From an optimization exercise on the open Yosys and OpenROAD flow, aimed at small area, a short achievable clock period and few clock cycles per item; shortcuts taken in it are not production practice. In this exercise RTL edits were held to simulation tests only and were not proved equivalent to the original. Power and IR drop assume default switching activity.

==> v30: inputs <==
// c1_ldpc_enc
module c1_ldpc_enc (
    input  wire        clk,
    input  wire        rst,         
    input  wire        in_valid,
    output wire        in_ready,
    input  wire [31:0] in_data,
    output wire        out_valid,
    input  wire        out_ready,
    output wire [31:0] out_data
);
export LEC_CHECK = 0
export CAP_MARGIN = 20
export CORE_MARGIN = 2
export CORE_UTILIZATION = 55
export CTS_CLUSTER_DIAMETER = 60
export CTS_CLUSTER_SIZE = 25
export PLACE_DENSITY = 0.65
export SLEW_MARGIN = 20
create_clock -name core_clock -period 10.0 [get_ports {clk}]
standard.sh (not shown) runs the stock make flow with config.mk's settings and CLKGATE_MAP_FILE= SYNTH_SCRIPT=/design/flow/synth_recipe.tcl, a recipe that flattens the netlist after the stock synthesis.
==> flow/flow/run.sh <==
#!/bin/bash
set -euo pipefail
export BUFFER_PORTS_ARGS="-buffer_cell sky130_fd_sc_hd__buf_4"
export SETUP_SLACK_MARGIN=6.8
bash standard.sh > standard.log 2>&1
==> v26: changes against v30 <==
==> flow/flow/run.sh (replaced) <==
#!/bin/bash
set -euo pipefail
export BUFFER_PORTS_ARGS="-buffer_cell sky130_fd_sc_hd__buf_4"
export SETUP_SLACK_MARGIN=7.0
bash standard.sh > standard.log 2>&1
--- a/flow/config.mk
+++ b/flow/config.mk
@@ -8,7 +8,7 @@
 export CAP_MARGIN = 20
 export CORE_MARGIN = 2
-export CORE_UTILIZATION = 55
+export CORE_UTILIZATION = 70
 export CTS_CLUSTER_DIAMETER = 60
 export CTS_CLUSTER_SIZE = 25
-export PLACE_DENSITY = 0.65
+export PLACE_DENSITY = 0.75
 export SLEW_MARGIN = 20
==> comparison table <==
Peak Freq: v26 0.3055 GHz; v30 0.3071 GHz
Relative area of non-clock buffer cells in the final design: v26 4.073%; v30 2.649%
Setup slack on the worst flop-to-flop path: v26 6.82 ns; v30 6.75 ns
Number of clock buffers in the layout: v26 80; v30 79
Cell-internal power: v26 7.315 mW; v30 7.354 mW
Total Nets Final: v26 3764; v30 3726
Placed instance area: v26 0.03884 mm²; v30 0.03877 mm²
Final wirelength: v26 137.1 mm; v30 123.4 mm
Wire length of the first global-routing pass: v26 190.3 mm; v30 174.0 mm
P_leak: v26 17.49 nW; v30 17.07 nW
Proportion of cell area occupied by multi-input gates: v26 32.34%; v30 31.35%
Combinational-cell power consumption: v26 2.50 mW; v30 2.27 mW
Endpoint of the worst-slack reg-to-reg timing path: v26 A2[43]$_DFF_P_; v30 A0[170]$_DFF_P_
Status: v26 finished clean; v30 finished clean
Non-clock buffers: v26 147; v30 110
Number of DRC violations after detailed-routing iteration 0: v26 4554; v30 3172
Effective utilization at floorplan: v26 71.10%; v30 55.77%
Global-route met1 utilization: v26 58.88%; v30 49.88%
End point of the critical path: v26 out_data[31]; v30 A3[3]$_DFF_P_
Testbench counts of v30, summed over its fixed seeds: cycles 25,848, rows 48.
Testbench counts of v26, summed over its fixed seeds: cycles 25,848, rows 48.

---

==> 09-21 <==
Another version of the RTL of c1_ldpc_enc (not shown whole).
==> flow/config.mk <==
export PLATFORM = sky130hd
export DESIGN_NAME = c1_ldpc_enc
export DESIGN_NICKNAME = c1_ldpc_enc
export VERILOG_FILES = /design/flow/design.v
export SDC_FILE = /design/flow/constraint.sdc
export NUM_CORES = 4
export LEC_CHECK = 0
export CAP_MARGIN = 20
export CORE_MARGIN = 2
export CORE_UTILIZATION = 55
export CTS_CLUSTER_DIAMETER = 60
export CTS_CLUSTER_SIZE = 25
export PLACE_DENSITY = 0.65
export SLEW_MARGIN = 20
==> flow/constraint.sdc <==
create_clock -name core_clock -period 10.0 [get_ports {clk}]
set_input_delay 2.0000 -clock core_clock [delete_from_list [all_inputs] [get_ports {clk}]]
set_output_delay 2.0000 -clock core_clock [all_outputs]
set_load 0.01 [all_outputs]
==> flow/flow/run.sh <==
#!/bin/bash
set -euo pipefail
export BUFFER_PORTS_ARGS="-buffer_cell sky130_fd_sc_hd__buf_4"
export SETUP_SLACK_MARGIN=6.8
bash standard.sh > standard.log 2>&1
==> 02-23 (differences from 09-21) <==
--- a/flow/design.v
+++ b/flow/design.v
@@ -1374,14 +1374,15 @@
     assign osrc[29] = (sd & p0w[29]) | ((so[0]) & A3[1]) | ((so[1] | sw[1]) & A1[139]) | ((so[2] | sw[2]) & A2[93]) | ((so[3] | sw[3]) & A0[210]);
     assign osrc[30] = (sd & p0w[30]) | ((so[0]) & A3[2]) | ((so[1] | sw[1]) & A1[140]) | ((so[2] | sw[2]) & A2[94]) | ((so[3] | sw[3]) & A0[211]);
     assign osrc[31] = (sd & p0w[31]) | ((so[0]) & A3[3]) | ((so[1] | sw[1]) & A1[141]) | ((so[2] | sw[2]) & A2[95]) | ((so[3] | sw[3]) & A0[212]);
     wire [31:0] osrc_rev;
     generate for (gi = 0; gi < 32; gi = gi + 1) begin : g_orev
         assign osrc_rev[gi] = osrc[31-gi];
     end endgenerate
+    wire [31:0] oreg_n = ({32{ld}} & osrc_rev) | ({32{~ld}} & oreg);
     wire       st_out_0 = rs ? 1'b0 : lastr ? 1'b1 : st_out;
     wire       st_out_n = st_out_0 & ~(ld & (ow == 5'd31));
     wire [8:0] wc_n     = rs ? 9'd0 : in_fire ? wc + 9'd1 : wc;
     wire [7:0] ic_n     = (rs | in_fire) ? 8'd0 : (wc != 9'd0) ? ic + 8'd1 : ic;
     wire       ov_n     = ~rst & (ld | (ov & ~out_ready));
     wire       ow31     = (ow == 5'd31);
     wire       ld_a     = ldp;
@@ -1434,11 +1435,11 @@
         ge      <= {os_n[2:0] >= 3'd7, os_n[2:0] >= 3'd6, os_n[2:0] >= 3'd5, os_n[2:0] >= 3'd4,
                     os_n[2:0] >= 3'd3, os_n[2:0] >= 3'd2, os_n[2:0] >= 3'd1, 1'b1};
         wrq0    <= pass1_n & (os_n[2:0] == 3'd0);
         wrqn    <= pass1_n & (os_n[2:0] != 3'd0);
         sd      <= ld ? sd_b : sd_a;
         so      <= ld ? so_b : so_a;
         sw      <= ld ? sw_b : sw_a;
-        if (ld) oreg <= osrc_rev;
+        oreg    <= oreg_n;
         if (wrq0) p0s <= p0w[0];
     end
 endmodule
==> flow/flow/run.sh (replaced) <==
#!/bin/bash
set -euo pipefail
export BUFFER_PORTS_ARGS="-buffer_cell sky130_fd_sc_hd__buf_4"
export SETUP_SLACK_MARGIN=7.0
bash standard.sh > standard.log 2>&1
==> 05-04 (differences from 09-21) <==
Settings changed: CTS_CLUSTER_DIAMETER 60 to 65, CTS_CLUSTER_SIZE 25 to 28.
==> impl_results.md <==
- Status: complete, no violations
- Min Hold Slack: 0.3154 ns
- Complex-gate fraction of the synthesized area: roughly 6%
- Die area: 0.07281 mm^2
- Area taken by flip-flops and latches: 0.02484 mm^2
- Post-synthesis mux area share: 11.33%
- Drt total wl: 120.8 mm
- Switching share of power: around 31%
- First-pass GRT wire length: 168.9 mm
- Drt wl/cell: 29.21 um
- Clk pwr share: 26.2%
- Most frequent cells in the layout: dfxtp_1, mux2_2, nand2_1
# the run above: 09-21

==> impl_results.md <==
- Min Hold Slack: 0.3140 ns
- Area taken by flip-flops and latches: ~0.025 mm^2
- Complex-gate fraction of the synthesized area: 5.847%
- Drt wl/cell: 29.60 um
- Post-synthesis mux area share: 11.53%
- Synth Area in Simple Gates: 8.232%
- Clk pwr share: between 20% and 30%
- Die area: 0.07225 mm^2
- R2R Path Start: ge[5]
- Post-layout nets: 3208
- Switching share of power: between 30% and 40%
- Status: complete, no violations
- First-pass GRT wire length: approximately 170 mm
# the run above: 02-23

==> impl_results.md <==
- Tightest Pin Transition: 1.199 ns
- Min Hold Slack: 0.3180 ns
- Number of buffers added on ports: 69
- Post-synthesis mux area share: 11.33%
- Initial core utilization: 55.50%
- Switching share of power: 30.51%
- Die area: about 0.073 mm^2
- Drt wl/cell: 29.29 um
- Clk pwr share: 26.1%
- Status: complete, no violations
- Complex-gate fraction of the synthesized area: 5.936%
- Detailed Place HPWL: 87.48 mm
- Area taken by flip-flops and latches: 0.02484 mm^2
- Drt total wl: 120.9 mm
- Most frequent cells in the layout: dfxtp_1, mux2_2, nand2_1
- Critical path depth: 1
# the run above: 05-04

Testbench counts of 09-21, summed over its fixed seeds: cycles 25,896, rows 48.
Testbench counts of 02-23, summed over its fixed seeds: cycles 25,896, rows 48.
Testbench counts of 05-04, summed over its fixed seeds: cycles 25,896, rows 48.

[separate check: timing with driven ports]
In the flow no input, the clock included, has a driving cell. The finished layouts below were timed again as built, in two steps.
Step 1: set_driving_cell puts a clkbuf_16 on clk and a buf_2 on each other input, an assumption about the parent block.
Step 2, shift: input delay + t, output delay - t, t = (earliest + latest rising clock arrival at the registers) / 2. This alone moves slack from input paths to output paths.
a / b / c = ideal ports / drivers / drivers and shift; a / b = the first two.
run | t, ns | setup slack, ns | worst setup path after step 2 | latest minus earliest clock arrival (ns)
v30 | 0.710 | 6.744 / 6.736 / 6.065 | input to register | 0.041 / 0.041
v26 | 0.714 | 6.727 / 6.662 / 6.220 | input to register | 0.038 / 0.038
09-21 | 0.737 | 6.695 / 6.623 / 6.510 | input to register | 0.026 / 0.026
02-23 | 0.694 | 6.646 / 6.572 / 6.588 | input to register | 0.033 / 0.034
05-04 | 0.727 | 6.706 / 6.634 / 6.518 | input to register | 0.042 / 0.042
After both steps every run listed still meets setup and hold. For v30, which loses most, drivers alone change the setup slack by -0.008 ns; drivers and shift together by -0.679 ns.
